This is an optimization exercise on Yosys and OpenROAD, whose aim is small area, a short achievable clock period and few clock cycles, not a production implementation.
RTL that was checked went through simulation tests only; none was proved equivalent to the original.
For runs 1 and 2, only the layout was checked, not whether the RTL still works.
Power figures rest on the tool's default switching activity, not on a simulated workload.

$ cat flow/constraint.sdc
create_clock -name core_clock -period 19.0 [get_ports {clk}]
set_input_delay 3.8000 -clock core_clock [delete_from_list [all_inputs] [get_ports {clk}]]
set_output_delay 3.8000 -clock core_clock [all_outputs]
set_load 0.01 [all_outputs]
$ cat flow/design.v
module pq_engine (
    input  wire         clk,
    input  wire         rst,
    input  wire         cmd_valid,
    output wire         cmd_ready,
    input  wire [4:0]   cmd_k,
    input  wire [4:0]   cmd_x,
    input  wire [4:0]   cmd_y,
    input  wire         cmd_two,
    input  wire         in_valid,
    output wire         in_ready,
    input  wire [127:0] in_data,
    output wire         out_valid,
    input  wire         out_ready,
    output wire [127:0] out_data,
    output wire [4:0]   out_pos
);
    localparam LANES = 16;
    localparam [1:0] S_IDLE = 2'd0,
                     S_LOAD = 2'd1,
                     S_OUT1 = 2'd2,
                     S_OUT2 = 2'd3;
    function [7:0] gf_mul2;
        input [7:0] a;
        begin
            gf_mul2 = {a[6:0], 1'b0} ^ (a[7] ? 8'h1D : 8'h00);
        end
    endfunction
    function [7:0] gf_mul;
        input [7:0] a;
        input [7:0] b;
        integer i;
        reg [7:0] p;
        reg [7:0] t;
        begin
            p = 8'h00;
            t = a;
            for (i = 0; i < 8; i = i + 1) begin
                if (b[i])
                    p = p ^ t;
                t = gf_mul2(t);
            end
            gf_mul = p;
        end
    endfunction
    localparam [255:0] T_GPOW = 256'hc06030180c06038fc9ea75b45a2d984c261387cde8743a1d8040201008040201;
    localparam [255:0] T_GINV = 256'h122448903d7af4f5f7f3fbebcb8b0b162c58b07dfae9cf831b366cd8ad478e01;
    localparam [255:0] T_ZINV = 256'h595789deaaba8e02d2b4e9f26326dc678ac0e48574fba9a0545fed729da7f400;
    reg         cb_v;          
    reg         cmd_rdy;
    reg [4:0]   cb_k, cb_x, cb_y;
    reg         cb_two;
    assign cmd_ready = cmd_rdy;
    wire cmd_fire = cmd_valid & cmd_rdy;
    wire [4:0] cb_k1   = cb_k + 5'd1;
    wire       cx_data = (cb_x < cb_k);
    wire [4:0] cb_d    = cb_y - cb_x;
    wire       cb_m0   = (cb_x == 5'd0);
    wire       cb_m1   = cb_two & (cb_y == 5'd1);
    wire       cb_qm   = (cb_x == cb_k1) | (cb_two & (cb_y == cb_k1));
    wire       cb_pm   = (cb_x == cb_k) | (cb_two & (cb_y == cb_k));
    wire       cb_dd   = cx_data & cb_two & (cb_y < cb_k);
    wire       cb_dp   = cx_data & cb_two & (cb_y == cb_k);
    wire       cb_dq   = cx_data & cb_two & (cb_y == cb_k1);
    wire       cb_qa   = (cb_x == cb_k1);
    wire [7:0] cb_gx   = T_GPOW[8*cb_x +: 8];
    wire [7:0] cb_gix  = T_GINV[8*cb_x +: 8];
    wire [7:0] cb_z    = T_ZINV[8*cb_d +: 8];
    wire [7:0] l_c   = cb_dd ? gf_mul(cb_z, cb_gix) : (cb_dp ? cb_gix : 8'h01);
    wire [7:0] l_e   = cb_dq ? cb_gx :
                       cb_dd ? cb_z :
                       (cb_dp | cb_qa) ? 8'h01 : 8'h00;
    wire [7:0] l_c1  = gf_mul2(l_c);
    wire [4:0] l_p0  = cb_m0 ? (cb_m1 ? 5'd2 : 5'd1) : 5'd0;
    wire [7:0] l_cw0 = cb_m0 ? (cb_m1 ? gf_mul2(l_c1) : l_c1) : l_c;
    wire [4:0] l_lp  = cb_qm ? (cb_pm ? cb_k - 5'd1 : cb_k) : cb_k1;
    reg [1:0]   state;
    reg         in_rdy;
    reg [4:0]   opos;          
    reg [4:0]   k_r, x_r, y_r, lp_r;
    reg         two_r;
    reg         sx;            
    reg [4:0]   pos;           
    reg [7:0]   c_r, e_r;
    reg [7:0]   cw;            
    reg         isp_r, isq_r;  
    reg         last_r;        
    reg         first;         
    reg [127:0] acc_a, acc_x;
    assign in_ready  = in_rdy;
    assign out_valid = state[1];
    assign out_data  = acc_a;
    assign out_pos   = opos;
    wire consume  = in_valid & in_rdy;
    wire out_fire = state[1] & out_ready;
    wire shift    = out_fire & (state == S_OUT1) & two_r;
    wire res_done = out_fire & ((state == S_OUT2) | ~two_r);
    wire load_row = cb_v & ((state == S_IDLE) | res_done);
    reg [1:0] state_n;
    always @(*) begin
        state_n = state;
        case (state)
            S_IDLE: if (cb_v) state_n = S_LOAD;
            S_LOAD: if (consume && last_r) state_n = S_OUT1;
            S_OUT1: if (out_ready) state_n = two_r ? S_OUT2 : (cb_v ? S_LOAD : S_IDLE);
            S_OUT2: if (out_ready) state_n = cb_v ? S_LOAD : S_IDLE;
        endcase
    end
    wire cb_v_n = cmd_fire | (cb_v & ~load_row);
    function is_missing;
        input [4:0] p;
        input [4:0] x;
        input [4:0] y;
        input       two;
        begin
            is_missing = (p == x) || (two && (p == y));
        end
    endfunction
    wire [4:0] pos1 = pos + 5'd1;
    wire [4:0] pos2 = pos + 5'd2;
    wire       m1   = is_missing(pos1, x_r, y_r, two_r);
    wire       m2   = is_missing(pos2, x_r, y_r, two_r);
    wire [4:0] pn   = m1 ? (m2 ? pos + 5'd3 : pos2) : pos1;
    wire [7:0] cw1  = gf_mul2(cw);
    wire [7:0] cw2  = gf_mul2(cw1);
    wire [7:0] cwn  = m1 ? (m2 ? gf_mul2(cw2) : cw2) : cw1;
    wire [7:0] w = isq_r ? c_r : (isp_r ? e_r : (cw ^ e_r));
    wire [7:0] wm [0:7];
    assign wm[0] = w;
    genvar gb, gl;
    generate
        for (gb = 1; gb < 8; gb = gb + 1) begin : g_wm
            assign wm[gb] = gf_mul2(wm[gb-1]);
        end
    endgenerate
    wire [127:0] prod;
    generate
        for (gl = 0; gl < LANES; gl = gl + 1) begin : g_lane
            wire [7:0] d = in_data[8*gl +: 8];
            assign prod[8*gl +: 8] =
                ({8{d[0]}} & wm[0]) ^ ({8{d[1]}} & wm[1]) ^
                ({8{d[2]}} & wm[2]) ^ ({8{d[3]}} & wm[3]) ^
                ({8{d[4]}} & wm[4]) ^ ({8{d[5]}} & wm[5]) ^
                ({8{d[6]}} & wm[6]) ^ ({8{d[7]}} & wm[7]);
        end
    endgenerate
    wire         add_a = consume & ~isq_r;
    wire         selx  = consume & last_r & sx;
    wire [127:0] a_f   = (acc_a & {128{~first}}) ^ (in_data & {128{add_a}});
    wire [127:0] x_f   = (acc_x & {128{~first}}) ^ prod;
    always @(posedge clk) begin
        acc_a <= shift ? acc_x : (a_f ^ (x_f & {128{selx}}));
        if (consume)
            acc_x <= x_f;
        if (cmd_fire) begin
            cb_k   <= cmd_k;
            cb_x   <= cmd_x;
            cb_y   <= cmd_y;
            cb_two <= cmd_two;
        end
        if (load_row) begin
            k_r    <= cb_k;
            x_r    <= cb_x;
            y_r    <= cb_y;
            two_r  <= cb_two;
            lp_r   <= l_lp;
            sx     <= cb_qa | cb_dp | cb_dd;
            c_r    <= l_c;
            e_r    <= l_e;
            pos    <= l_p0;
            cw     <= l_cw0;
            isp_r  <= (l_p0 == cb_k);
            isq_r  <= 1'b0;
            last_r <= (l_p0 == l_lp);
            opos   <= cb_x;
        end else begin
            if (consume) begin
                pos    <= pn;
                cw     <= cwn;
                isp_r  <= (pn == k_r);
                isq_r  <= (pn == k_r + 5'd1);
                last_r <= (pn == lp_r);
            end
            if (shift)
                opos <= y_r;
        end
        if (rst) begin
            state   <= S_IDLE;
            cb_v    <= 1'b0;
            cmd_rdy <= 1'b0;
            in_rdy  <= 1'b0;
            first   <= 1'b0;
        end else begin
            state   <= state_n;
            cb_v    <= cb_v_n;
            cmd_rdy <= ~cb_v_n;
            in_rdy  <= (state_n == S_LOAD);
            if (load_row)
                first <= 1'b1;
            else if (consume)
                first <= 1'b0;
        end
    end
endmodule
$ cat flow/standard.sh
#!/bin/bash
# synth_recipe.tcl (not shown) runs the flow's synth.tcl, then flattens the netlist and writes it again
# the make line also repeats each setting of config.mk as NAME=value (left out here)
make -C /OpenROAD-flow-scripts/flow DESIGN_CONFIG=/design/flow/config.mk WORK_HOME=/design/flow/orfs CLKGATE_MAP_FILE= SYNTH_SCRIPT=/design/flow/synth_recipe.tcl "${@:-finish}"
$ cat flow/config.mk
export PLATFORM = sky130hd
export DESIGN_NAME = pq_engine
export DESIGN_NICKNAME = pq_engine
export VERILOG_FILES = /design/flow/design.v
export SDC_FILE = /design/flow/constraint.sdc
export NUM_CORES = 8
export LEC_CHECK = 0
export CAP_MARGIN = 20
export CORE_MARGIN = 2
export CORE_UTILIZATION = 55
export SLEW_MARGIN = 20
$ cat flow/flow/run.sh
#!/bin/bash
# Standard ORFS layout; timing repair aimed below the clock period.
set -euo pipefail
bash standard.sh finish SETUP_SLACK_MARGIN=14.0 "BUFFER_PORTS_ARGS=-buffer_cell sky130_fd_sc_hd__buf_2" > orfs_finish.log 2>&1
==> results.cfg, run 1 <==
[outcome]
outcome = finished clean

[timing]
tightestPinTransition_ns = 0.982
period_share_pct = 27.0
slew-limit-headroom_pct = 34.5
fmax_mhz = 195
fin_skew_ns = 0.0414
rsz0062_at_grt = yes
hold_slack_ns = 0.499
setup_viol = 0
finalMaxSlewViolations = 0
fin_tns_setup_ns = 0
layout_min_cycle_time_ns = 5.12
hold_viol = 0

[setup_path]
worstReg2RegStart = cb_x[1]$_DFFE_PP_
cp_slowest_cell = fa_2
crit_path_start_kind = register
crit_family = compound AO/OA/AOI/OAI gates
crit_required_ns = 19.35
critical_path.endpoint_type = register
cp_cell_sequence = clkinvlp_4, fa_2, buf_12, buf_4, ha_4, buf_4, buf_4, nor3_1, a311oi_1, a21oi_1, a31o_2, o22ai_2, nor2_1, xnor2_1, xnor2_1, xnor2_1, or3_1, nand3_1, a2111oi_1, a21oi_1
startpoint = cb_x[1]$_DFFE_PP_
critPathBufInv = 5
path_max_fanout = 9
cpPeakStageDelay_ns = 0.65
cp_data_arrival_time_ns = 5.48
worstSetupPathType = register to register

[clocking]
clockBufferDepth = 3
clk_latency_ns = 0.61
cts_inserted_buffers = 45
cts_root_buffer = clkbuf_16
cts_tree = yes
clock_sinks = 337
htreeDepth = 2
cts.reportedPaths.clkPinSlew_ns = 0.06

[finish]
area_delta_synth_final_pct = 22.6
finish.utilization_pct = 68.0
layout-drive-gt1-share_pct = 21.1
final_nets = 5100

[pwr]
swShare_pct = 41.5
p_sw_w = 0.00199
ir_worst_vdd_mv = 0.0646
p_clk_share_pct = 18.9
powerDensity_nw_per_um2 = 110
combPwrFrac_pct = 58.4
cellLeakagePower_nw = 17.1
seqPwrFrac_pct = 22.7
cellInternalPower_w = 0.00281

[routing]
firstDrtPassIters = 6
wl_um = 126000
initialDrtViolationCount = 3044
route.detailed.drc = 0
vias = 33100
ant_nets = 0
wl_per_cell_um = 21.7
viasPerCell = 5.69

[global_routing]
first_global_vias = 30700
gr-total-overflow = 0
grt_use_total_pct = 36.0
antenna_found_initial = 12
grt_start_max_net_pins = 129
grt_pass1_wl_um = 187000

[die]
start_util_pct = 55.5
io_pins = 285
rows = 93
core_area_um2 = 64200
die_h_um = 258
dieArea_um2 = 66800
die_w_um = 258

[synth]
ys_types = 88
synth.avg_cell_area_um2 = 7.49
syn-cell-area_um2 = 35600
synth-seq-cells = 337
syn_inst = 4755
syn_nets = 4947
async_reset_ff_share_pct = 0
synth_area_leaders = xnor2_1, edfxtp_1, nand2_1
yosysWarnings = 1
yosysTopAreaCell = xnor2_1
ys.flop_type = edfxtp_1
synth_edf_count = 202
synth_top_area_share_pct = 30.3
ys_seq_area_share_pct = 24.6

[flow_run]
maxCapViolCount = 0

[hold_path]
hp-class = register to register
hp-start = cb_k[4]$_DFFE_PP_

[place]
dp_hpwl_um = 73500
io_buffer_count = 284
gp_congestion = 0.900
layout by cell type (no fill, tap or decap), types with 11 or more instances in the layout:
cell       netlist  routed
buf_2           35     223
xnor2_2          8     134
mux2i_1         21      14
nand2_4          0     146
buf_16           0      11
nor2b_1         92      92
xor2_4           0      12
o211ai_1        14      14
dfxtp_1        135     112
nand2b_1       209     208
edfxtp_1       202     202
buf_4            4     170
nand2_1       1369    1172
buf_12           0      18
clkbuf_4         0      27
xor2_1         184     175
o22ai_1         20      18
a21oi_1        192     188
buf_6            6      19
nor2_1         225     224
o21ai_0        109     105
ha_1            42      33
nor3_1          28      25
nand2_2          1      49
inv_1           30      24
nand3_1         33      31
a22oi_1         28      22
dfxtp_2          0      17
xnor2_1       1232    1096
clkbuf_16        0      48
per-stage QoR:
step / setup WS, ns / std cells / instance area [µm²] / total power (W)
finish: 13.88 / 5806 / 43700 / 0.00480
global route: 13.83 / 5801 / 43700 / 0.00504
CTS: 13.93 / 5710 / 41900 / 0.00462
detailed placement: 11.99 / 5568 / 39300 / 0.00361
global placement: 12.08 / 5568 / 39300 / 0.00358
floorplan: 12.86 / 4755 / 39200 / 0.00306
cell type report:
| cell class | instances | area [µm²] |
|---|---|---|
| Timing Repair Buffer | 480 | 3750 |
| Multi-Input combinational cell | 4011 | 28300 |
| Inverter | 33 | 146 |
| Clock inverter | 18 | 245 |
| Fill cell | 5601 | 20500 |
| Tap cell | 855 | 1070 |
| Antenna cell | 7 | 17.5 |
| Sequential cell | 337 | 8810 |
| Clock buffer | 65 | 1300 |
cells in the mapped netlist (all sizes together) (7+ instances only):
cell type	instances
a22oi	29
a31oi	11
clkbuf	298
o21ai	118
a211oi	11
mux2i	22
inv	31
nor2	226
and2	10
buf	81
a21oi	198
nand2b	209
and3	7
o211ai	15
xnor2	1240
edfxtp	202
a311oi	11
nor2b	92
o21a	8
nand4	9
xor2	194
dfxtp	135
o22ai	21
ha	42
nand3	33
nand2	1370
nor3	28
cells by family after synthesis:
kind of cell	count (synthesis)	share of synthesized area, %
AO/OA/AOI/OAI	479	8.26
adder cells (fa/ha/maj)	44	1.56
flip-flops	337	24.6
AND/OR/NAND/NOR	2015	24.1
XOR/XNOR	1439	36.0
buffers and inverters	412	4.63
multiplexers	29	0.906
sequential cells by signal, indices dropped and copies added, names as in the netlist, 8 cells and up:
signal	cells
c_r	8
cw	8
acc_x	128
acc_a	128
e_r	8
final timing paths:
| kind | to | slack (ns) | depth (start not counted) |
|---|---|---|---|
| hold / removal | k_r[4]$_DFFE_PP_ | 0.50 | 0 |
| hold reg to reg | k_r[4]$_DFFE_PP_ | 0.50 | 0 |
| setup / recovery | cw[4]$_DFFE_PP_ | 13.88 | 20 |
| setup reg to reg | cw[4]$_DFFE_PP_ | 13.88 | 20 |
power groups by stage:
stage / clock network, W / logic, W / registers [W]
detailed placement: 0 / 0.00251 / 0.00110
global placement: 0 / 0.00248 / 0.00110
global route: 0.000942 / 0.00300 / 0.00110
finish: 0.000907 / 0.00281 / 0.00109
CTS: 0.000917 / 0.00261 / 0.00109
floorplan: 0 / 0.00196 / 0.00110
routing by layer:
| layer | global-route usage [%] | wire, µm | up-vias |
|---|---|---|---|
| met3 | 6.00 | 10700 | 318 |
| met1 | 46.6 | 50800 | 15800 |
| met5 | 0 | 78 | - |
| met2 | 60.4 | 59400 | 1514 |
| li1 | - | - | 15400 |
| met4 | 13.1 | 5120 | 12 |
repair_timing:
action                     4_1_cts  5_1_grt
setup endpoints to repair      318      135
resized for setup              127      233
buffers inserted                51       85
pin swaps                       24      183
gates cloned                     8        4
hold buffers                     0        0
==> run 2: changes to the inputs <==
==> flow/flow/run.sh (replaced) <==
#!/bin/bash
# Standard ORFS layout; timing repair aimed below the clock period.
set -euo pipefail
bash standard.sh finish SETUP_SLACK_MARGIN=14.2 "BUFFER_PORTS_ARGS=-buffer_cell sky130_fd_sc_hd__buf_2" > orfs_finish.log 2>&1
--- a/flow/config.mk
+++ b/flow/config.mk
@@ -10,2 +10,4 @@
 export CORE_UTILIZATION = 55
+export CTS_CLUSTER_DIAMETER = 50
+export CTS_CLUSTER_SIZE = 24
 export SLEW_MARGIN = 20
==> results.cfg, run 2 <==
[timing]
fin_tns_setup_ns = 0
slew-limit-headroom_pct = 33.8
hold_viol = 0
setup_slack_ns = 13.93
rsz0062_at_grt = yes
layout_min_cycle_time_ns = 5.07
period_share_pct = 26.7
setup_viol = 0
fin_skew_ns = 0.0406
tightestPinTransition_ns = 0.993
finalMaxSlewViolations = 0
fmax_mhz = 197

[synth]
synth_edf_count = 202
yosysWarnings = 1
synth_area_leaders = xnor2_1, edfxtp_1, nand2_1
syn-cell-area_um2 = 35600
yosysTopAreaCell = xnor2_1
syn_nets = 4947
ys_types = 88
ys_top_cells_by_count = nand2_1, xnor2_1, clkbuf_1
ys.flop_type = edfxtp_1
async_reset_ff_share_pct = 0
syn_inst = 4755
ys_seq_area_share_pct = 24.6
synth.avg_cell_area_um2 = 7.49
synth-seq-cells = 337
yosysMostFrequentCell = nand2_1
synth_top_area_share_pct = 30.3

[clocking]
cts.reportedPaths.clkPinSlew_ns = 0.07
clk_latency_ns = 0.65
htreeDepth = 2
cts_root_buffer = clkbuf_16
clock_sinks = 337
clockBufferDepth = 3
cts_tree = yes
cts_inserted_buffers = 57

[routing]
ant_nets = 0
route.detailed.drc = 0
wl_per_cell_um = 22.1
vias = 33900
viasPerCell = 5.69
firstDrtPassIters = 6
initialDrtViolationCount = 3186
wl_um = 132000

[die]
dieArea_um2 = 66800
die_w_um = 258
core_area_um2 = 64200
io_pins = 285
rows = 93
start_util_pct = 55.5
die_h_um = 258

[global_routing]
gr-total-overflow = 0
antenna_found_initial = 8
grt_start_max_net_pins = 143
first_global_vias = 32000
grt_use_total_pct = 36.8
grt_pass1_wl_um = 192000

[place]
place_inst = 5569
io_buffer_count = 284
gp_congestion = 0.903
dp_hpwl_um = 73400
dp_worst_setup_slack_ns = 12.43

[finish]
stdcell_count = 5957
final_cell_mix = nand2_1, xnor2_1, buf_4
finish.utilization_pct = 74.6
final_common_cell = nand2_1
layout-drive-gt1-share_pct = 27.8
reg_top3 = acc_a (128), acc_x (128)
area_delta_synth_final_pct = 34.4
final_nets = 5244

[flow_run]
maxCapViolCount = 0

[pwr]
powerDensity_nw_per_um2 = 113
ir_worst_vdd_mv = 0.0716
cellLeakagePower_nw = 18.8
finalPower_w = 0.00539

[setup_path]
critical_path.endpoint_type = register
cp_data_arrival_time_ns = 5.46
crit_path_start_kind = register
regToRegSetupSlack_ns = 13.93
path_max_fanout = 7
crit_required_ns = 19.38
worstSetupPathType = register to register

[outcome]
outcome = finished clean

[hold_path]
hp-class = register to register
==> run 2: changes by cell type in the layout (fill, tap and decap cells not counted), sizes merged <==
cell      delta
xor2         +1
bufinv       +2
clkbuf      -14
clkinv       +6
inv         +11
clkinvlp     +8
nor2         -1
diode        -6
buf        +145
bufbuf       -1
==> run 2: area by class of cell <==
cell class / count / area (µm²)
multi-input combinational: 4011 / 29100
fill: 4801 / 16300
sequential: 337 / 9010
timing repair buffer: 612 / 6550
clock buffer: 63 / 1500
tap: 855 / 1070
clock inverter: 45 / 537
inverter: 33 / 170
antenna: 1 / 2.50
==> run 2: critical path: stages (launching register included) <==
cell and delay (ns):
edfxtp_1 0.40, buf_8 0.17, ha_4 0.16, inv_2 0.05, fa_2 0.50, buf_4 0.18, buf_4 0.14, ha_4 0.20
buf_4 0.16, o2111a_1 0.24, a311oi_1 0.33, o211ai_1 0.19, buf_4 0.19, xnor2_1 0.14, a311oi_2 0.32, xnor2_1 0.18
xor2_1 0.20, xnor3_1 0.27, o22a_2 0.23, buf_4 0.16, xor2_1 0.16, mux2i_1 0.14, a21oi_1 0.08
==> run 2: report_power, final <==
group          internal [W]  switching [W]  total (W)
clock              0.000668       0.000446    0.00111
sequential          0.00102       0.000115    0.00113
combinational       0.00155        0.00159    0.00314
==> run 2: cell families (layout without fill, tap and decap cells) <==
| logic type | after synthesis | in the layout | synth area share [%] |
|---|---|---|---|
| buf+inv | 412 | 753 | 4.63 |
| flops | 337 | 337 | 24.6 |
| compound gates | 479 | 479 | 8.26 |
| other cells | 0 | 1 | 0 |
| simple gates | 2015 | 2018 | 24.1 |
| xor+xnor | 1439 | 1441 | 36.0 |
| mux | 29 | 29 | 0.906 |
| fa+ha+maj | 44 | 44 | 1.56 |
==> run 2: through the flow <==
step	area, µm²	hold slack (ns)
after floorplan	39400	0.426
after detailed placement	39600	0.449
after global placement	39600	0.449
after global routing	47900	0.530
final	47900	0.508
after CTS	45100	0.490
==> run 2: final timing paths <==
kind | endpoint | depth (start not counted) | startpoint
setup reg to reg | cw[5]$_DFFE_PP_ | 22 | cb_x[0]$_DFFE_PP_
setup / recovery | cw[5]$_DFFE_PP_ | 22 | cb_x[0]$_DFFE_PP_
hold reg to reg | acc_a[22]$_DFF_P_ | 2 | acc_x[22]$_DFFE_PP_
hold / removal | acc_a[22]$_DFF_P_ | 2 | acc_x[22]$_DFFE_PP_
==> run 2: routing by layer <==
metal	wire length [µm]	up-vias	global-route usage [%]
met4	5700	12	13.7
li1	-	15700	-
met1	51600	16200	47.2
met5	81	-	0
met2	62700	1627	62.2
met3	11600	403	6.10
==> run 2: repair_timing <==
action	CTS	global route
setup buffers	126	129
pin swaps	153	487
hold buffers	0	0
gates resized for setup	555	351
cloned	9	15
setup endpoints to repair	432	278
hold endpoints to repair	0	0
==> run 3: changes to the inputs <==
--- a/flow/design.v
+++ b/flow/design.v
@@ -49,2 +49,3 @@
     reg         cb_v;          
+    reg         cb_p;          
     reg         cmd_rdy;
@@ -68,3 +69,6 @@
     wire [7:0] cb_z    = T_ZINV[8*cb_d +: 8];
-    wire [7:0] l_c   = cb_dd ? gf_mul(cb_z, cb_gix) : (cb_dp ? cb_gix : 8'h01);
+    reg  [7:0] p_c;
+    always @(posedge clk)
+        p_c <= cb_dd ? gf_mul(cb_z, cb_gix) : (cb_dp ? cb_gix : 8'h01);
+    wire [7:0] l_c   = p_c;
     wire [7:0] l_e   = cb_dq ? cb_gx :
@@ -97,3 +101,3 @@
     wire res_done = out_fire & ((state == S_OUT2) | ~two_r);
-    wire load_row = cb_v & ((state == S_IDLE) | res_done);
+    wire load_row = cb_p & ((state == S_IDLE) | res_done);
     reg [1:0] state_n;
@@ -102,6 +106,6 @@
         case (state)
-            S_IDLE: if (cb_v) state_n = S_LOAD;
+            S_IDLE: if (cb_p) state_n = S_LOAD;
             S_LOAD: if (consume && last_r) state_n = S_OUT1;
-            S_OUT1: if (out_ready) state_n = two_r ? S_OUT2 : (cb_v ? S_LOAD : S_IDLE);
-            S_OUT2: if (out_ready) state_n = cb_v ? S_LOAD : S_IDLE;
+            S_OUT1: if (out_ready) state_n = two_r ? S_OUT2 : (cb_p ? S_LOAD : S_IDLE);
+            S_OUT2: if (out_ready) state_n = cb_p ? S_LOAD : S_IDLE;
         endcase
@@ -189,2 +193,3 @@
             cb_v    <= 1'b0;
+            cb_p    <= 1'b0;
             cmd_rdy <= 1'b0;
@@ -195,2 +200,3 @@
             cb_v    <= cb_v_n;
+            cb_p    <= cb_v & ~load_row;
             cmd_rdy <= ~cb_v_n;
==> flow/flow/run.sh (replaced) <==
#!/bin/bash
# Standard ORFS layout; timing repair aimed below the clock period.
set -euo pipefail
bash standard.sh finish SETUP_SLACK_MARGIN=14.0 "BUFFER_PORTS_ARGS=-buffer_cell sky130_fd_sc_hd__buf_2" > orfs_finish.log 2>&1
--- a/flow/config.mk
+++ b/flow/config.mk
@@ -7,7 +7,6 @@
 export LEC_CHECK = 0
+export ABC_CLOCK_PERIOD_IN_PS = 2000
 export CAP_MARGIN = 20
 export CORE_MARGIN = 2
-export CORE_UTILIZATION = 55
-export CTS_CLUSTER_DIAMETER = 50
-export CTS_CLUSTER_SIZE = 24
+export CORE_UTILIZATION = 60
 export SLEW_MARGIN = 20
==> results.cfg, run 3 <==
[timing]
period_share_pct = 26.2
fin_skew_ns = 0.0277
fmax_mhz = 201
tightestPinTransition_ns = 1.17
hold_viol = 0
slew-limit-headroom_pct = 21.9
finalMaxSlewViolations = 0
layout_min_cycle_time_ns = 4.99
setup_viol = 0
fin_tns_setup_ns = 0
rsz0062_at_grt = yes

[routing]
viasPerCell = 5.84
route.detailed.drc = 0
vias = 32400
firstDrtPassIters = 5
wl_um = 119000
wl_per_cell_um = 21.5
ant_nets = 0
initialDrtViolationCount = 3178

[global_routing]
grt_use_total_pct = 37.8
grt_pass1_wl_um = 179000
gr-total-overflow = 0
first_global_vias = 29800
grt_start_max_net_pins = 205
antenna_found_initial = 7

[synth]
synth.avg_cell_area_um2 = 7.66
async_reset_ff_share_pct = 0
syn-cell-area_um2 = 35600
yosysMostFrequentCell = nand2_1
yosys.area_share.simple_pct = 23.2
ys_seq_area_share_pct = 25.1
synthMuxAreaShare_pct = 1.19
ys_types = 82
synth_edf_count = 202
synth-xor-area-share_pct = 36.2
synth_top_area_share_pct = 28.5
synth_top_family_by_area = XOR/XNOR gates
synth-seq-cells = 346
synth_adder_area_share_pct = 1.29
ys_top_cells_by_count = nand2_1, xnor2_1, clkbuf_1
synth-compound-area-share_pct = 8.47
synth_area_leaders = xnor2_1, edfxtp_1, nand2_1
ys.flop_type = edfxtp_1
syn_inst = 4649
yosysTopAreaCell = xnor2_1
yosysWarnings = 1
syn_nets = 4834

[setup_path]
crit_required_ns = 15.20
critical_path.endpoint_type = output pin
worstSetupPathType = register to output pin
path_max_fanout = 2
r2r_cells = 14
critPathBufInv = 1
crit_path_start_kind = register
startpoint = acc_a[0]$_DFF_P_
worstReg2RegStart = cw[7]$_DFFE_PP_
cp_slowest_cell = dfxtp_1
cp_cell_sequence = buf_2
cpPeakStageDelay_ns = 0.42
crit_family = flip-flops
regToRegSetupSlack_ns = 14.07
cp_data_arrival_time_ns = 1.19
reg2reg_to = acc_a[61]$_DFF_P_

[clocking]
cts_inserted_buffers = 45
cts_tree = yes
cts_root_buffer = clkbuf_16
clock_sinks = 346
clk_latency_ns = 0.61
htreeDepth = 2
hold_buffers = 0
clockBufferDepth = 3
cts.reportedPaths.clkPinSlew_ns = 0.06

[finish]
final_nets = 4916
stdcell_count = 5543
reg_top3 = acc_a (128), acc_x (128)
layout-drive-gt1-share_pct = 19.8
final_common_cell = nand2_1
final_cell_mix = nand2_1, xnor2_1, nor2_1
fin_area_um2 = 42500
area_delta_synth_final_pct = 19.2
finish.utilization_pct = 72.1

[hold_path]
hold_depth = 2
hp-class = register to register
hp-start = cb_v$_SDFF_PP0_
hold_path_end = cb_p$_SDFF_PP0_

[pwr]
cellLeakagePower_nw = 17.0
p_clk_share_pct = 20.0
powerDensity_nw_per_um2 = 107
seqPwrFrac_pct = 24.9
combPwrFrac_pct = 55.1
ir_worst_vdd_mv = 0.0992
cellInternalPower_w = 0.00274
finalPower_w = 0.00455
swShare_pct = 39.8
p_sw_w = 0.00181

[die]
io_pins = 285
die_w_um = 248
start_util_pct = 60.5
rows = 89
dieArea_um2 = 61300
die_h_um = 248
core_area_um2 = 58900

[place]
io_buffer_count = 284
place_inst = 5378
placed_cell_area_um2 = 39100
gp_congestion = 0.912
dp_hpwl_um = 70100

[outcome]
outcome = finished clean

[flow_run]
maxCapViolCount = 0
## run 3: changes by cell type in the layout (fill, tap and decap cells not counted), moves of 48 or more
| cell | change |
|---|---|
| buf_2 | +140 |
| dfxtp_1 | +124 |
| dfxtp_2 | -84 |
| buf_4 | -134 |
| xnor2_1 | -48 |
| buf_6 | -177 |
## run 3: how the worst max path moves through the flow
stage / to / slack (ns) / cells past startpoint
floorplan: acc_x[0]$_DFFE_PP_ / 12.86 / 2
global placement: acc_a[85]$_DFF_P_ / 12.07 / 9
detailed placement: acc_a[102]$_DFF_P_ / 11.99 / 9
CTS: p_c[4]$_DFF_P_ / 14.00 / 15
global route: acc_a[58]$_DFF_P_ / 13.93 / 10
finish: out_data[0] / 14.01 / 1
## run 3: timing repair
action                     4_1_cts  5_1_grt
gates resized for setup         70      215
cloned                           8        1
buffers inserted                 9       61
hold endpoints to repair         0        0
setup endpoints to repair      227      186
pin swaps                        7      132
## run 3: metal layers
metal	part of all wire, %	GRT usage [%]	up-vias
met5	0.035	0	-
met4	3.5	14.7	8
met3	9.5	6.07	270
met2	47	61.8	1595
met1	40	50.3	15500
li1	-	-	15000
## run 3: area by class of cell
| class | instances | area, µm² |
|---|---|---|
| clock inverters | 17 | 169 |
| multi-input cells | 3903 | 27800 |
| flip-flops and latches | 346 | 8970 |
| clock buffers | 66 | 1360 |
| fillers | 4829 | 16500 |
| well taps | 773 | 967 |
| repair buffers | 407 | 3070 |
| inverters | 28 | 136 |
| diodes | 3 | 7.51 |
## run 3: power groups by stage
| stage | registers, W | logic [W] | clock network [W] |
|---|---|---|---|
| 2_1_floorplan | 0.00114 | 0.00181 | 0 |
| 3_3_place_gp | 0.00114 | 0.00227 | 0 |
| 3_5_place_dp | 0.00114 | 0.00231 | 0 |
| 4_1_cts | 0.00113 | 0.00234 | 0.000910 |
| 5_1_grt | 0.00114 | 0.00268 | 0.000937 |
| 6_report | 0.00113 | 0.00251 | 0.000907 |
## run 3: kinds of logic after synthesis
| logic type | count (synthesis) |
|---|---|
| AO/OA/AOI/OAI | 503 |
| multiplexers | 38 |
| XOR/XNOR | 1380 |
| flip-flops | 346 |
| adder cells (fa/ha/maj) | 36 |
| buffers and inverters | 405 |
| AND/OR/NAND/NOR | 1941 |
## run 3: worst min-delay path, cell delays in order, from the launching register on
cell,delay [ns]
dfxtp_1,0.31
nand2_1,0.05
nor2_1,0.03
## run 3: per-stage QoR
stage | setup slack [ns] | hold slack, ns
2_1_floorplan | 12.86 | 0.406
3_3_place_gp | 12.07 | 0.423
3_5_place_dp | 11.99 | 0.426
4_1_cts | 14.00 | 0.427
5_1_grt | 13.93 | 0.444
6_report | 14.01 | 0.429
Testbench counts of run 3, summed over its fixed seeds: cycles 8,497.
==> run 4: changes to the inputs <==
--- a/flow/config.mk
+++ b/flow/config.mk
@@ -7,3 +7,2 @@
 export LEC_CHECK = 0
-export ABC_CLOCK_PERIOD_IN_PS = 2000
 export CAP_MARGIN = 20
==> results.cfg, run 4 <==
[setup_path]
cp_cell_sequence = buf_2
crit_family = flip-flops
cp_slowest_cell = dfxtp_1
cpPeakStageDelay_ns = 0.42
reg2reg_to = acc_a[61]$_DFF_P_
path_max_fanout = 2
crit_path_start_kind = register
regToRegSetupSlack_ns = 14.07
startpoint = acc_a[0]$_DFF_P_
worstSetupPathType = register to output pin
r2r_cells = 14
critPathBufInv = 1
critical_path.endpoint_type = output pin
cp_data_arrival_time_ns = 1.19
crit_cells = 1
crit_required_ns = 15.20
crit_end = out_data[0]
worstReg2RegStart = cw[7]$_DFFE_PP_

[global_routing]
grt_pass1_wl_um = 179000
antenna_found_initial = 7
grt_start_max_net_pins = 205
grt_use_total_pct = 37.8
gr-total-overflow = 0
first_global_vias = 29800

[die]
start_util_pct = 60.5
dieArea_um2 = 61300
io_pins = 285
core_area_um2 = 58900
rows = 89
die_h_um = 248
die_w_um = 248

[synth]
ys_types = 82
async_reset_ff_share_pct = 0
synth_area_leaders = xnor2_1, edfxtp_1, nand2_1
yosysTopAreaCell = xnor2_1
yosysMostFrequentCell = nand2_1
syn-cell-area_um2 = 35600
ys_top_cells_by_count = nand2_1, xnor2_1, clkbuf_1
synth.avg_cell_area_um2 = 7.66
ys.flop_type = edfxtp_1
synth-seq-cells = 346
ys_seq_area_share_pct = 25.1
synth_edf_count = 202
syn_nets = 4834
yosysWarnings = 1
syn_inst = 4649
synth_top_area_share_pct = 28.5

[finish]
reg_top3 = acc_a (128), acc_x (128)
layout-drive-gt1-share_pct = 19.8
fillCellCount = 4829
final_nets = 4916
area_delta_synth_final_pct = 19.2
final_cell_mix = nand2_1, xnor2_1, nor2_1
stdcell_count = 5543
final_common_cell = nand2_1

[timing]
period_share_pct = 26.2
setup_viol = 0
tightestPinTransition_ns = 1.17
fmax_mhz = 201
slew-limit-headroom_pct = 21.9
finalMaxSlewViolations = 0
layout_min_cycle_time_ns = 4.99
fin_skew_ns = 0.0277
rsz0062_at_grt = yes
hold_viol = 0
fin_tns_setup_ns = 0

[clocking]
cts_inserted_buffers = 45
cts_root_buffer = clkbuf_16
clockBufferDepth = 3
cts_tree = yes
clock_sinks = 346
clk_latency_ns = 0.61
htreeDepth = 2
cts.reportedPaths.clkPinSlew_ns = 0.06

[hold_path]
hp-class = register to register
hold_depth = 2

[routing]
wl_um = 119000
vias = 32400
route.detailed.drc = 0
ant_nets = 0
wl_per_cell_um = 21.5
firstDrtPassIters = 5
initialDrtViolationCount = 3178
viasPerCell = 5.84

[pwr]
powerDensity_nw_per_um2 = 107
cellLeakagePower_nw = 17.0
finalPower_w = 0.00455
ir_worst_vdd_mv = 0.0992

[place]
gp_congestion = 0.912
place_inst = 5378
dp_hpwl_um = 70100
io_buffer_count = 284

[outcome]
outcome = finished clean

[flow_run]
maxCapViolCount = 0
-- run 4: cell counts after synthesis --
No cell type changed its count.
-- run 4: area by class of cell --
class,count,area [µm²],area share [%]
multi-input combinational,3903,27800,65.4
sequential,346,8970,21.1
timing repair buffer,407,3070,7.23
clock buffer,66,1360,3.20
tap,773,967,2.28
clock inverter,17,169,0.398
inverter,28,136,0.321
antenna,3,7.51,0.0177
-- run 4: cell families (layout without fill, tap and decap cells) --
logic type	Yosys count	count (layout)	synth area share, %
simple gates	1941	1946	23.2
xor+xnor	1380	1380	36.2
compound gates	503	503	8.47
buf+inv	405	518	4.50
flops	346	346	25.1
mux	38	38	1.19
fa+ha+maj	36	36	1.29
other cells	0	3	0
-- run 4: what timing repair did --
item | in CTS | in global routing
gates resized for setup | 70 | 215
buffers inserted | 9 | 61
gates cloned | 8 | 1
pin swaps | 7 | 132
hold buffers | 0 | 0
endpoints found under the setup margin | 227 | 186
endpoints found under the hold margin | 0 | 0
-- run 4: power breakdown --
group	total [W]	leakage, nW	switching [W]	internal, W
Sequential	0.00113	3.03	0.000117	0.00101
Clock	0.000907	0.763	0.000370	0.000537
Combinational	0.00251	13.2	0.00132	0.00119
Total	0.00454	17.0	0.00181	0.00274
-- run 4: how the worst min path moves through the flow --
| stage | end | start | slack (ns) |
|---|---|---|---|
| after CTS | cb_p$_SDFF_PP0_ | cb_v$_SDFF_PP0_ | 0.43 |
| after floorplan | c_r[6]$_DFFE_PP_ | p_c[6]$_DFF_P_ | 0.41 |
| final | cb_p$_SDFF_PP0_ | cb_v$_SDFF_PP0_ | 0.43 |
| after global placement | cb_p$_SDFF_PP0_ | cb_v$_SDFF_PP0_ | 0.42 |
| after detailed placement | cb_p$_SDFF_PP0_ | cb_v$_SDFF_PP0_ | 0.43 |
| after global routing | cb_p$_SDFF_PP0_ | cb_v$_SDFF_PP0_ | 0.44 |
-- run 4: through the flow --
step	hold WS (ns)	utilization, %	instance area, µm²	setup slack [ns]
2_1_floorplan	0.406	-	39400	12.86
3_3_place_gp	0.423	66.3	39100	12.07
3_5_place_dp	0.426	66.4	39100	11.99
4_1_cts	0.427	69.7	41100	14.00
5_1_grt	0.444	72.1	42500	13.93
6_report	0.429	72.1	42500	14.01
-- run 4: layer usage --
metal  part of all wire [%]  global-route usage (%)
met5                  0.035                       0
met4                    3.5                    14.7
met3                    9.5                    6.07
met2                     47                    61.8
met1                     40                    50.3
==> run 5: changes to the inputs <==
==> flow/flow/run.sh (replaced) <==
#!/bin/bash
# Standard ORFS layout in two calls: synthesis and floorplan with no timing
# repair margin, then placement to the end with timing repair aimed below the
# clock period. Each call's output goes to its own log.
set -euo pipefail
bash standard.sh synth floorplan SETUP_SLACK_MARGIN=0 > orfs_synth_floorplan.log 2>&1
bash standard.sh finish SETUP_SLACK_MARGIN=14.0 "BUFFER_PORTS_ARGS=-buffer_cell sky130_fd_sc_hd__buf_2"  > orfs_place_route.log 2>&1
==> results.cfg, run 5 <==
[die]
dieArea_um2 = 61300
start_util_pct = 60.5
die_h_um = 248
die_w_um = 248
rows = 89
core_area_um2 = 58900
io_pins = 285

[clocking]
cts_inserted_buffers = 44
clock_sinks = 346
cts_tree = yes
hold_buffers = 0
clockBufferDepth = 3
clk_latency_ns = 0.61
htreeDepth = 2
cts_root_buffer = clkbuf_16
cts.reportedPaths.clkPinSlew_ns = 0.06

[synth]
synth_edf_count = 202
yosys.area_share.simple_pct = 23.2
synth-compound-area-share_pct = 8.47
ys_types = 82
synth_top_area_share_pct = 28.5
syn-cell-area_um2 = 35600
synth_adder_area_share_pct = 1.29
synth.avg_cell_area_um2 = 7.66
yosysTopAreaCell = xnor2_1
synth-xor-area-share_pct = 36.2
async_reset_ff_share_pct = 0
synth-seq-cells = 346
synth_top_family_by_area = XOR/XNOR gates
yosysWarnings = 1
yosysMostFrequentCell = nand2_1
ys.flop_type = edfxtp_1
syn_nets = 4834
syn_inst = 4649
ys_top_cells_by_count = nand2_1, xnor2_1, clkbuf_1
synth_area_leaders = xnor2_1, edfxtp_1, nand2_1
synthMuxAreaShare_pct = 1.19
ys_seq_area_share_pct = 25.1

[timing]
hold_viol = 0
setup_viol = 0
fin_skew_ns = 0.0337
finalMaxSlewViolations = 0
period_share_pct = 26.4
fmax_mhz = 199
fin_tns_setup_ns = 0
slew-limit-headroom_pct = 18.3
hold_slack_ns = 0.436
layout_min_cycle_time_ns = 5.02
rsz0062_at_grt = yes
setup_slack_ns = 13.98
tightestPinTransition_ns = 1.22

[routing]
ant_nets = 0
wl_um = 116000
wl_per_cell_um = 21.2
viasPerCell = 5.78
vias = 31800
firstDrtPassIters = 6
route.detailed.drc = 0
initialDrtViolationCount = 3153

[setup_path]
path_max_fanout = 9
crit_path_start_kind = primary input
worstReg2RegStart = cw[5]$_DFFE_PP_
critical_path.endpoint_type = register
startpoint = in_data[96]
worstSetupPathType = primary input to register
crit_required_ns = 19.47
cp_data_arrival_time_ns = 5.49

[place]
dp_worst_setup_slack_ns = 12.38
dp_hpwl_um = 68900
gp_congestion = 0.900
placed_cell_area_um2 = 37100
io_buffer_count = 284

[pwr]
finalPower_w = 0.00441
powerDensity_nw_per_um2 = 111
cellLeakagePower_nw = 15.4
ir_worst_vdd_mv = 0.0811

[global_routing]
grt.busiest_layer = met2
grt_pass1_wl_um = 174000
gr-total-overflow = 0
met3_usage_pct = 5.55
antenna_found_initial = 11
use_met2_pct = 60.5
first_global_vias = 29300
grt_start_max_net_pins = 101
grt_use_total_pct = 36.5
use_met1_pct = 48.3

[finish]
layout-drive-gt1-share_pct = 12.5
area_delta_synth_final_pct = 11.7
reg_top3 = acc_a (128), acc_x (128)
final_nets = 4867
final_common_cell = nand2_1
fin_area_um2 = 39800
final_cell_mix = nand2_1, xnor2_1, nor2_1

[hold_path]
hp-start = cb_v$_SDFF_PP0_
hp-class = register to register

[flow_run]
maxCapViolCount = 0

[outcome]
outcome = finished clean
-- run 5: cell counts after synthesis --
Identical to the previous run, type by type.
-- run 5: cell type report --
| cell class | instances | area (µm²) |
|---|---|---|
| clock inverters | 20 | 193 |
| flip-flops and latches | 346 | 8960 |
| multi-input cells | 3901 | 25800 |
| inverters | 28 | 120 |
| repair buffers | 361 | 2460 |
| diodes | 6 | 15.0 |
| fillers | 5119 | 19100 |
| clock buffers | 61 | 1260 |
| well taps | 773 | 967 |
-- run 5: logic make-up after synthesis --
| kind of cell | Yosys count |
|---|---|
| AO/OA/AOI/OAI | 503 |
| XOR/XNOR | 1380 |
| adder cells (fa/ha/maj) | 36 |
| buffers and inverters | 405 |
| flip-flops | 346 |
| multiplexers | 38 |
| AND/OR/NAND/NOR | 1941 |
-- run 5: path summary, 6_finish.rpt --
kind	cells after the start	endpoint	slack, ns
setup / recovery	10	acc_a[98]$_DFF_P_	13.98
hold / removal	2	cb_p$_SDFF_PP0_	0.44
setup reg to reg	12	acc_a[106]$_DFF_P_	14.20
hold reg to reg	2	cb_p$_SDFF_PP0_	0.44
-- run 5: repair_timing --
item                       in CTS  in global routing
gates resized for setup        59                159
buffers inserted                2                 17
hold endpoints to repair        0                  0
cloned                          7                  1
setup endpoints to repair     219                132
pin swaps                       3                108
-- run 5: metrics by stage --
stage | instances | utilization (%)
3_3_place_gp | 5381 | 63.0
6_report | 5496 | 67.6
5_1_grt | 5494 | 67.6
4_1_cts | 5471 | 66.1
3_5_place_dp | 5381 | 63.0
2_1_floorplan | 4649 | -
-- run 5: layer usage --
layer / routed length (µm) / vias up
met5: 72 / -
met4: 3970 / 10
met3: 10700 / 267
met2: 54300 / 1544
met1: 47300 / 15100
li1: - / 14800
-- run 5: critical path: stages --
cell and delay (ns):
buf_6 0.12, nand2_1 0.08, xnor2_1 0.19, xnor2_1 0.16, xnor2_1 0.17, xnor3_1 0.37
xnor2_1 0.24, nand2_1 0.10, xnor2_1 0.18, a21oi_1 0.08
-- run 5: power breakdown --
part           internal, W  total, W  leakage (nW)  switching, W
clock             0.000492  0.000859         0.701      0.000367
sequential         0.00101   0.00113          3.03      0.000114
combinational      0.00115   0.00243          11.7       0.00128
==> run 6: changes to the inputs <==
--- a/flow/config.mk
+++ b/flow/config.mk
@@ -7,2 +7,3 @@
 export LEC_CHECK = 0
+export ABC_AREA = 1
 export CAP_MARGIN = 20
==> results.cfg, run 6 <==
[synth]
syn_nets = 6999
yosysMostFrequentCell = nand2_1
ys.flop_type = edfxtp_1
synth.avg_cell_area_um2 = 5.93
ys_top_cells_by_count = nand2_1, nor2_1, inv_1
syn_inst = 6814
ys_seq_area_share_pct = 22.1
syn-cell-area_um2 = 40400
synth_area_leaders = nand2_1, edfxtp_1, xor2_1
synth_top_area_share_pct = 24.2
async_reset_ff_share_pct = 0
yosysTopAreaCell = nand2_1
yosysWarnings = 1
synth_edf_count = 202
ys_types = 61
synth-seq-cells = 346

[clocking]
htreeDepth = 2
cts_inserted_buffers = 44
clockBufferDepth = 3
clk_latency_ns = 0.63
clock_sinks = 346
hold_buffers = 0
cts_root_buffer = clkbuf_16
cts_tree = yes
cts.reportedPaths.clkPinSlew_ns = 0.06

[setup_path]
cp_data_arrival_time_ns = 5.58
crit_path_start_kind = primary input
critPathMostFrequentCell = nand2_1
cpPeakStageDelay_ns = 0.25
critical_path.endpoint_type = register
worstSetupPathType = primary input to register
cp_slowest_cell = xor2_1
crit_required_ns = 19.51
cp_cell_sequence = buf_2, clkinvlp_4, nor2_1, xnor2_1, xnor2_1, xor2_1, xor2_1, inv_1, nand2_1, nand2_1, nand2_1, nand2_1, nand3_1, nand2_1
path_max_fanout = 4

[timing]
fmax_mhz = 197
hold_viol = 0
period_share_pct = 26.7
slew-limit-headroom_pct = 24.6
fin_skew_ns = 0.0337
rsz0062_at_grt = yes
fin_tns_setup_ns = 0
layout_min_cycle_time_ns = 5.08
setup_viol = 0
finalMaxSlewViolations = 0
tightestPinTransition_ns = 1.13

[pwr]
powerDensity_nw_per_um2 = 102
ir_worst_vdd_mv = 0.0997
cellLeakagePower_nw = 23.7

[finish]
ff_latch_area_um2 = 8970
reg_top3 = acc_a (128), acc_x (128)
fin_area_um2 = 47500
layout-drive-gt1-share_pct = 16.3
final_nets = 7265
final_common_cell = nand2_1
area_delta_synth_final_pct = 17.5
multi_input_area_um2 = 28900
fillCellCount = 5950
final_cell_mix = nand2_1, inv_1, nor2_1

[die]
die_h_um = 264
rows = 95
die_w_um = 264
io_pins = 285
dieArea_um2 = 69400
core_area_um2 = 66900
start_util_pct = 60.4

[routing]
vias = 45400
viasPerCell = 5.68
route.detailed.drc = 0
initialDrtViolationCount = 5087
wl_um = 153000
firstDrtPassIters = 7
ant_nets = 0
wl_per_cell_um = 19.2

[hold_path]
hp-class = register to register

[global_routing]
grt_start_max_net_pins = 155
grt_use_total_pct = 41.1
gr-total-overflow = 0
antenna_found_initial = 9
first_global_vias = 40300
grt_pass1_wl_um = 224000

[place]
placed_cell_area_um2 = 42000
dp_hpwl_um = 92700
gp_congestion = 0.962
io_buffer_count = 284

[outcome]
outcome = finished clean

[flow_run]
maxCapViolCount = 0
run 6: final cells by class:
cell class                      instances  area share, %
Sequential cell                       346           18.9
Multi-Input combinational cell       5413           60.9
Inverter                              816           7.26
Timing Repair inverter                  8          0.161
Clock inverter                         25          0.662
Antenna cell                            6         0.0316
Tap cell                              873           2.30
Timing Repair Buffer                  451           7.21
Clock buffer                           57           2.58
run 6: final timing paths:
check                           from                end  slack, ns  depth (start not counted)
setup / recovery         in_data[18]  acc_a[17]$_DFF_P_      13.92                         14
hold / removal       cb_v$_SDFF_PP0_    cb_p$_SDFF_PP0_       0.44                          2
setup reg to reg  isq_r$_SDFFE_PP0P_  acc_a[37]$_DFF_P_      13.96                         21
hold reg to reg      cb_v$_SDFF_PP0_    cb_p$_SDFF_PP0_       0.44                          2
run 6: cell families after synthesis:
kind of cell	Yosys count	synth area share, %
AND/OR/NAND/NOR	4293	44.2
buffers and inverters	1056	10.7
XOR/XNOR	832	18.2
adder cells (fa/ha/maj)	36	1.13
flip-flops	346	22.1
AO/OA/AOI/OAI	251	3.57
run 6: through the flow:
stage / util [%] / hold slack [ns] / std cells / setup WS [ns] / power (W)
finish: 70.9 / 0.439 / 7995 / 13.92 / 0.00482
global route: 70.9 / 0.462 / 7990 / 13.79 / 0.00512
CTS: 66.4 / 0.441 / 7892 / 13.97 / 0.00458
detailed placement: 62.8 / 0.432 / 7764 / 11.13 / 0.00363
global placement: 62.8 / 0.429 / 7764 / 11.23 / 0.00357
floorplan: - / 0.406 / 6814 / 11.12 / 0.00295
run 6: power by group:
part	internal (W)	switching, W	leakage (nW)	total (W)
clock network	0.000528	0.000378	0.736	0.000907
registers	0.000991	0.000110	3.03	0.00110
logic	0.000955	0.00186	20.0	0.00281
total	0.00247	0.00235	23.7	0.00482
run 6: repair_timing:
action	CTS	global route
resized for setup	155	665
buffers inserted	34	92
pin swaps	44	327
setup endpoints to repair	313	236
gates cloned	12	5
run 6: per-layer routing:
| metal | global-route usage, % | vias up | wire length (µm) |
|---|---|---|---|
| met5 | 0 | - | 69 |
| met4 | 26.1 | 10 | 11200 |
| met3 | 8.84 | 694 | 18200 |
| met2 | 66.7 | 2618 | 68000 |
| met1 | 49.5 | 20600 | 55800 |
| li1 | - | 21500 | - |
run 6: worst max-delay path: cells and delay by family:
kind / cells / cell delay [ns]
xor+xnor: 4 / 0.78
simple gates: 7 / 0.64
buf+inv: 3 / 0.35
==> run 7: changes to the inputs <==
--- a/flow/config.mk
+++ b/flow/config.mk
@@ -7,6 +7,5 @@
 export LEC_CHECK = 0
-export ABC_AREA = 1
 export CAP_MARGIN = 20
 export CORE_MARGIN = 2
-export CORE_UTILIZATION = 60
+export CORE_UTILIZATION = 70
 export SLEW_MARGIN = 20
==> results.cfg, run 7 <==
[global_routing]
antenna_found_initial = 13
first_global_vias = 30400
grt_pass1_wl_um = 172000
grt_use_total_pct = 41.3
gr-total-overflow = 0
grt_start_max_net_pins = 223

[synth]
syn-cell-area_um2 = 35600
ys.flop_type = edfxtp_1
ys_seq_area_share_pct = 25.1
synth_area_leaders = xnor2_1, edfxtp_1, nand2_1
synth_edf_count = 202
synth-seq-cells = 346
synth_adder_area_share_pct = 1.29
synthMuxAreaShare_pct = 1.19
yosys.area_share.simple_pct = 23.2
synth-xor-area-share_pct = 36.2
synth_top_family_by_area = XOR/XNOR gates
yosysMostFrequentCell = nand2_1
ys_top_cells_by_count = nand2_1, xnor2_1, clkbuf_1
synth_top_area_share_pct = 28.5
synth.avg_cell_area_um2 = 7.66
ys_types = 82
async_reset_ff_share_pct = 0
yosysWarnings = 1
syn_nets = 4834
synth-compound-area-share_pct = 8.47
yosysTopAreaCell = xnor2_1
syn_inst = 4649

[timing]
fin_skew_ns = 0.0386
rsz0062_at_grt = yes
setup_viol = 0
period_share_pct = 26.4
slew-limit-headroom_pct = 20.3
layout_min_cycle_time_ns = 5.01
finalMaxSlewViolations = 0
fin_tns_setup_ns = 0
hold_viol = 0
fmax_mhz = 200
setup_slack_ns = 13.99
tightestPinTransition_ns = 1.19

[pwr]
p_sw_w = 0.00177
cellInternalPower_w = 0.00266
finalPower_w = 0.00442
cellLeakagePower_nw = 15.5
p_clk_share_pct = 19.6
combPwrFrac_pct = 54.9
powerDensity_nw_per_um2 = 111
swShare_pct = 40.0
seqPwrFrac_pct = 25.5
ir_worst_vdd_mv = 0.104

[finish]
final_common_cell = nand2_1
fillCellCount = 3640
final_nets = 4868
final_cell_mix = nand2_1, xnor2_1, nor2_1
reg_top3 = acc_a (128), acc_x (128)
area_delta_synth_final_pct = 11.6
stdcell_count = 5398
layout-drive-gt1-share_pct = 12.6

[outcome]
outcome = finished clean

[clocking]
hold_buffers = 0
cts_tree = yes
clockBufferDepth = 3
cts_root_buffer = clkbuf_16
cts_inserted_buffers = 43
clock_sinks = 346
htreeDepth = 2
cts.reportedPaths.clkPinSlew_ns = 0.06
clk_latency_ns = 0.62

[hold_path]
hold_depth = 2
hold_path_end = cb_p$_SDFF_PP0_
hp-class = register to register
hp-start = cb_v$_SDFF_PP0_

[routing]
ant_nets = 0
firstDrtPassIters = 6
vias = 32700
initialDrtViolationCount = 4044
route.detailed.drc = 0
wl_per_cell_um = 21.3
viasPerCell = 6.05
wl_um = 115000

[setup_path]
crit_required_ns = 15.20
critical_path.endpoint_type = output pin
worstReg2RegStart = cw[7]$_DFFE_PP_
cp_cell_sequence = buf_2
critPathBufInv = 1
startpoint = acc_a[5]$_DFF_P_
reg2reg_to = acc_a[2]$_DFF_P_
path_max_fanout = 2
cp_data_arrival_time_ns = 1.21
crit_path_start_kind = register
r2r_cells = 14
worstSetupPathType = register to output pin
crit_family = flip-flops
regToRegSetupSlack_ns = 14.10
cp_slowest_cell = dfxtp_1
cpPeakStageDelay_ns = 0.42

[die]
dieArea_um2 = 52700
start_util_pct = 71.0
core_area_um2 = 50200
die_h_um = 230
rows = 82
die_w_um = 230
io_pins = 285

[flow_run]
maxCapViolCount = 0

[place]
gp_congestion = 0.941
place_inst = 5280
io_buffer_count = 284
dp_hpwl_um = 67500
dp_worst_setup_slack_ns = 12.45
run 7: how the worst max path moves through the flow:
| stage | to | slack (ns) | cells after the start |
|---|---|---|---|
| floorplan | isq_r$_SDFFE_PP0P_ | 11.96 | 4 |
| global placement | acc_a[70]$_DFF_P_ | 12.52 | 9 |
| detailed placement | acc_a[66]$_DFF_P_ | 12.45 | 9 |
| CTS | out_data[5] | 14.00 | 1 |
| global route | acc_a[37]$_DFF_P_ | 13.84 | 10 |
| finish | out_data[5] | 13.99 | 1 |
run 7: logic make-up (layout without fill, tap and decap cells):
logic type                 Yosys count  in the layout
xor gates and xnor gates          1380           1380
muxes                               38             38
adders and majority gates           36             36
DFF                                346            346
other                                0              9
AOI/OAI and AO/OA                  503            503
and+or+nand+nor                   1941           1943
buffers and inverters              405            471
run 7: what timing repair did:
action / CTS / global route
hold endpoints to repair: 0 / 0
pin swaps: 15 / 117
gates cloned: 5 / 4
gates resized for setup: 59 / 167
setup endpoints to repair: 205 / 207
buffers inserted: 7 / 14
run 7: routing by layer:
metal / track usage (%) / up-vias / wire [µm]
met3: 9.30 / 449 / 13500
li1: - / 14800 / -
met2: 65.4 / 2039 / 51800
met5: 0 / - / 61
met1: 53.1 / 15400 / 43500
met4: 21.0 / 12 / 6050
run 7: power groups by stage:
stage                     registers (W)  logic (W)  clock network [W]
final                           0.00113    0.00243           0.000868
after global routing            0.00114    0.00259           0.000896
after CTS                       0.00112    0.00231           0.000866
after detailed placement        0.00113    0.00226                  0
after global placement          0.00113    0.00223                  0
after floorplan                 0.00114    0.00174                  0
run 7: area by class of cell:
cell class	instances	area, µm²	share of cell area (%)
clock inverter	14	190	0.478
multi-input combinational	3900	25900	65.1
tap	672	841	2.11
clock buffer	65	1250	3.15
antenna	9	22.5	0.0566
timing repair buffer	364	2500	6.28
sequential	346	8960	22.5
inverter	28	114	0.286
run 7: through the flow:
step	hold WS [ns]	util [%]	area, µm²
global route	0.473	79.2	39800
floorplan	0.406	-	35600
CTS	0.452	77.4	38800
finish	0.448	79.3	39800
detailed placement	0.444	73.7	37000
global placement	0.418	73.7	37000
==> run 8: changes to the inputs <==
--- a/flow/config.mk
+++ b/flow/config.mk
@@ -7,2 +7,3 @@
 export LEC_CHECK = 0
+export ABC_CLOCK_PERIOD_IN_PS = 600
 export CAP_MARGIN = 20
==> results.cfg, run 8 <==
[outcome]
outcome = finished clean

[die]
die_h_um = 230
dieArea_um2 = 52700
start_util_pct = 71.0
rows = 82
core_area_um2 = 50200
die_w_um = 230
io_pins = 285

[setup_path]
path_max_fanout = 2
crit_family = flip-flops
crit_path_start_kind = register
critical_path.endpoint_type = output pin
cp_data_arrival_time_ns = 1.21
regToRegSetupSlack_ns = 14.10
cpPeakStageDelay_ns = 0.42
critPathBufInv = 1
worstSetupPathType = register to output pin
cp_slowest_cell = dfxtp_1
crit_required_ns = 15.20
cp_cell_sequence = buf_2

[clocking]
clock_sinks = 346
cts_inserted_buffers = 43
clk_latency_ns = 0.62
cts_root_buffer = clkbuf_16
clockBufferDepth = 3
htreeDepth = 2
cts.reportedPaths.clkPinSlew_ns = 0.06
cts_tree = yes

[place]
dp_hpwl_um = 67500
io_buffer_count = 284
gp_congestion = 0.941

[synth]
synth_area_leaders = xnor2_1, edfxtp_1, nand2_1
synth_edf_count = 202
yosysMostFrequentCell = nand2_1
yosysTopAreaCell = xnor2_1
ys_seq_area_share_pct = 25.1
ys_top_cells_by_count = nand2_1, xnor2_1, clkbuf_1
synth-seq-cells = 346
ys_types = 82
syn_inst = 4649
yosysWarnings = 1
ys.flop_type = edfxtp_1
synth_top_area_share_pct = 28.5
syn-cell-area_um2 = 35600
synth.avg_cell_area_um2 = 7.66
async_reset_ff_share_pct = 0
syn_nets = 4834

[global_routing]
first_global_vias = 30400
grt_use_total_pct = 41.3
gr-total-overflow = 0
grt_start_max_net_pins = 223
antenna_found_initial = 13
grt_pass1_wl_um = 172000

[timing]
finalMaxSlewViolations = 0
fin_skew_ns = 0.0386
fin_tns_setup_ns = 0
layout_min_cycle_time_ns = 5.01
fmax_mhz = 200
rsz0062_at_grt = yes
tightestPinTransition_ns = 1.19
slew-limit-headroom_pct = 20.3
hold_viol = 0
period_share_pct = 26.4
setup_viol = 0

[finish]
area_delta_synth_final_pct = 11.6
final_cell_mix = nand2_1, xnor2_1, nor2_1
final_nets = 4868
reg_top3 = acc_a (128), acc_x (128)
final_common_cell = nand2_1
layout-drive-gt1-share_pct = 12.6

[pwr]
cellLeakagePower_nw = 15.5
finalPower_w = 0.00442
powerDensity_nw_per_um2 = 111
ir_worst_vdd_mv = 0.104

[routing]
route.detailed.drc = 0
viasPerCell = 6.05
vias = 32700
ant_nets = 0
initialDrtViolationCount = 4044
wl_per_cell_um = 21.3
wl_um = 115000
firstDrtPassIters = 6

[hold_path]
hp-class = register to register

[flow_run]
maxCapViolCount = 0
-- run 8: power breakdown --
part | switching, W | internal, W | leakage, nW | total, W
registers | 0.000113 | 0.00101 | 3.03 | 0.00113
clock network | 0.000358 | 0.000510 | 0.702 | 0.000868
logic | 0.00130 | 0.00113 | 11.8 | 0.00243
total | 0.00177 | 0.00266 | 15.5 | 0.00442
-- run 8: logic make-up (layout without fill, tap and decap cells) --
kind of cell,count (synthesis),in the layout,share of synthesized area [%]
compound gates,503,503,8.47
flops,346,346,25.1
simple gates,1941,1943,23.2
other cells,0,9,0
buf+inv,405,471,4.50
mux,38,38,1.19
fa+ha+maj,36,36,1.29
xor+xnor,1380,1380,36.2
-- run 8: final timing paths --
check	from	depth (start not counted)	endpoint
setup / recovery	acc_a[5]$_DFF_P_	1	out_data[5]
hold reg to reg	cb_v$_SDFF_PP0_	2	cb_p$_SDFF_PP0_
setup reg to reg	cw[7]$_DFFE_PP_	14	acc_a[2]$_DFF_P_
hold / removal	cb_v$_SDFF_PP0_	2	cb_p$_SDFF_PP0_
-- run 8: per-layer routing --
layer | share of wire [%] | up-vias | GRT usage (%)
li1 | - | 14800 | -
met1 | 38 | 15400 | 53.1
met2 | 45 | 2039 | 65.4
met3 | 12 | 449 | 9.30
met4 | 5.3 | 12 | 21.0
met5 | 0.053 | - | 0
-- run 8: through the flow --
step,instances,area (µm²),worst slack [ns],utilization (%),hold slack (ns)
after floorplan,4649,35600,11.96,-,0.406
after global placement,5280,37000,12.52,73.7,0.418
after detailed placement,5280,37000,12.45,73.7,0.444
after CTS,5371,38800,14.00,77.4,0.452
after global routing,5393,39800,13.84,79.2,0.473
final,5398,39800,13.99,79.3,0.448
-- run 8: final cells by class --
type,instances,area [µm²]
inverters,28,114
diodes,9,22.5
well taps,672,841
clock inverters,14,190
multi-input cells,3900,25900
clock buffers,65,1250
flip-flops and latches,346,8960
fillers,3640,10400
repair buffers,364,2500
-- run 8: tightest hold or removal path: cells and delay by family, from the launching register on --
kind,cells,cell delay (ns)
flops,1,0.31
simple gates,2,0.10
-- run 8: what timing repair did --
item | CTS | global route
pin swaps | 15 | 117
endpoints found under the setup margin | 205 | 207
hold buffers | 0 | 0
setup buffers | 7 | 14
cloned | 5 | 4
resized for setup | 59 | 167
==> run 9: changes to the inputs <==
--- a/flow/config.mk
+++ b/flow/config.mk
@@ -7,3 +7,2 @@
 export LEC_CHECK = 0
-export ABC_CLOCK_PERIOD_IN_PS = 600
 export CAP_MARGIN = 20
@@ -11,2 +10,4 @@
 export CORE_UTILIZATION = 70
+export CTS_CLUSTER_DIAMETER = 100
+export CTS_CLUSTER_SIZE = 20
 export SLEW_MARGIN = 20
==> results.cfg, run 9 <==
[finish]
reg_top3 = acc_a (128), acc_x (128)
area_delta_synth_final_pct = 9.66
fillCellCount = 3741
final_cell_mix = nand2_1, xnor2_1, nor2_1
layout-drive-gt1-share_pct = 12.0
final_common_cell = nand2_1
final_nets = 4852

[clocking]
clock_sinks = 346
cts.reportedPaths.clkPinSlew_ns = 0.09
clockBufferDepth = 3
cts_inserted_buffers = 23
cts_root_buffer = clkbuf_16
cts_tree = yes
htreeDepth = 1
clk_latency_ns = 0.58

[synth]
ys_seq_area_share_pct = 25.1
synth_area_leaders = xnor2_1, edfxtp_1, nand2_1
ys_types = 82
ys.flop_type = edfxtp_1
synth-seq-cells = 346
syn-cell-area_um2 = 35600
yosysMostFrequentCell = nand2_1
syn_nets = 4834
synth_edf_count = 202
yosysWarnings = 1
async_reset_ff_share_pct = 0
syn_inst = 4649
yosysTopAreaCell = xnor2_1
ys_top_cells_by_count = nand2_1, xnor2_1, clkbuf_1
synth.avg_cell_area_um2 = 7.66
synth_top_area_share_pct = 28.5

[routing]
firstDrtPassIters = 6
route.detailed.drc = 0
ant_nets = 0
vias = 32400
viasPerCell = 6.04
wl_um = 113000
wl_per_cell_um = 21.2
initialDrtViolationCount = 3875

[outcome]
outcome = finished clean

[global_routing]
gr-total-overflow = 0
grt_start_max_net_pins = 112
first_global_vias = 30100
grt_pass1_wl_um = 172000
antenna_found_initial = 10
grt_use_total_pct = 41.1

[hold_path]
hp-class = register to register
hold_depth = 2
hp-start = cb_v$_SDFF_PP0_
hold_path_end = cb_p$_SDFF_PP0_

[timing]
fin_skew_ns = 0.0236
tightestPinTransition_ns = 1.22
layout_min_cycle_time_ns = 5.01
hold_slack_ns = 0.449
setup_slack_ns = 13.99
fmax_mhz = 200
finalMaxSlewViolations = 0
slew-limit-headroom_pct = 18.6
period_share_pct = 26.4
rsz0062_at_grt = yes
hold_viol = 0
fin_tns_setup_ns = 0
setup_viol = 0

[die]
start_util_pct = 71.0
rows = 82
die_w_um = 230
io_pins = 285
die_h_um = 230
dieArea_um2 = 52700
core_area_um2 = 50200

[setup_path]
cpPeakStageDelay_ns = 0.38
critical_path.endpoint_type = register
cp_data_arrival_time_ns = 5.45
reg2reg_to = p_c[4]$_DFF_P_
crit_required_ns = 19.44
cp_cell_sequence = clkbuf_4, nand2_1, xnor2_1, xnor2_1, xnor3_1, xnor2_2, nand2_1, xnor2_1, a21oi_1
cp_slowest_cell = xnor3_1
worstReg2RegStart = cb_x[2]$_DFFE_PP_
regToRegSetupSlack_ns = 14.11
path_max_fanout = 9
critPathMostFrequentCell = xnor2_1
worstSetupPathType = primary input to register
r2r_cells = 15
crit_path_start_kind = primary input

[pwr]
cellLeakagePower_nw = 15.2
powerDensity_nw_per_um2 = 105
finalPower_w = 0.00409
ir_worst_vdd_mv = 0.0998

[place]
dp_hpwl_um = 67500
io_buffer_count = 284
gp_congestion = 0.941
dp_worst_setup_slack_ns = 12.45

[flow_run]
maxCapViolCount = 0
[run 9: repair_timing]
action / 4_1_cts / 5_1_grt
cloned: 7 / 2
pin swaps: 12 / 130
setup endpoints to repair: 199 / 133
setup buffers: 7 / 18
resized for setup: 53 / 184
hold buffers: 0 / 0
[run 9: worst max-delay path, delay by kind of cell]
family,cells,cell delay [ns]
xor+xnor,5,1.16
buf+inv,1,0.21
simple gates,2,0.20
compound gates,1,0.08
[run 9: cells by family after synthesis]
kind of cell / share of synthesized area, %
AO/OA/AOI/OAI: 8.47
adder cells (fa/ha/maj): 1.29
AND/OR/NAND/NOR: 23.2
XOR/XNOR: 36.2
multiplexers: 1.19
buffers and inverters: 4.50
flip-flops: 25.1
[run 9: metal layers]
metal / part of all wire, % / track usage, % / vias up / wire length, µm
met5: 0.061 / 0 / - / 69
met4: 5.0 / 18.9 / 12 / 5680
met3: 12 / 8.40 / 414 / 13800
met2: 45 / 65.7 / 2006 / 51000
met1: 38 / 53.6 / 15200 / 42800
li1: - / - / 14800 / -
[run 9: where the power goes]
part	internal, W	switching, W	total [W]	leakage, nW
clock network	0.000233	0.000296	0.000529	0.336
logic	0.00114	0.00129	0.00243	11.8
registers	0.00101	0.000112	0.00112	3.03
[run 9: final cells by class]
cell class / instances / area [µm²] / share of cell area [%]
multi-input cells: 3900 / 25900 / 66.3
well taps: 672 / 841 / 2.15
diodes: 5 / 12.5 / 0.0320
repair buffers: 368 / 2560 / 6.54
clock buffers: 30 / 612 / 1.57
inverters: 28 / 119 / 0.304
clock inverters: 8 / 68.8 / 0.176
flip-flops and latches: 346 / 8960 / 22.9
[run 9: worst max path at each step]
stage | start | to | depth (start not counted)
3_5_place_dp | in_valid | acc_a[66]$_DFF_P_ | 9
6_report | in_data[58] | acc_a[58]$_DFF_P_ | 9
3_3_place_gp | in_valid | acc_a[70]$_DFF_P_ | 9
2_1_floorplan | in_valid | isq_r$_SDFFE_PP0P_ | 4
5_1_grt | cb_x[2]$_DFFE_PP_ | p_c[4]$_DFF_P_ | 15
4_1_cts | acc_a[66]$_DFF_P_ | out_data[66] | 1
[run 9: through the flow]
stage	util, %	std cells	area [µm²]
2_1_floorplan	-	4649	35600
5_1_grt	77.9	5355	39100
6_report	77.9	5357	39100
3_5_place_dp	73.7	5280	37000
4_1_cts	76.0	5332	38100
3_3_place_gp	73.7	5280	37000

what the ideal ports hide:
How much do the figures lean on ideal ports? The routed layouts below were timed once more, with nothing changed but the port constraints. Step 1 assumes that a clkbuf_16 drives the clock port and a buf_2 every other input. Step 2 times the ports against the registers' clock, not the clock port: input delays grow and output delays shrink by t, the midpoint of the rising clock arrivals with the driver on. Three values: no drivers, after step 1, after step 2; two values: the first two.
run	shift t [ns]	slack for setup (ns)
run 1	0.663	13.878 / 13.878 / 13.349
run 2	0.697	13.928 / 13.920 / 13.253
run 3	0.661	14.013 / 13.948 / 13.328
run 4	0.661	14.013 / 13.948 / 13.328
run 5	0.657	13.981 / 13.939 / 13.347
run 6	0.684	13.925 / 13.882 / 13.216
run 7	0.667	13.992 / 13.908 / 13.240
run 8	0.667	13.992 / 13.908 / 13.240
run 9	0.631	13.991 / 13.935 / 13.304
After both steps setup and hold are still met in every run listed.
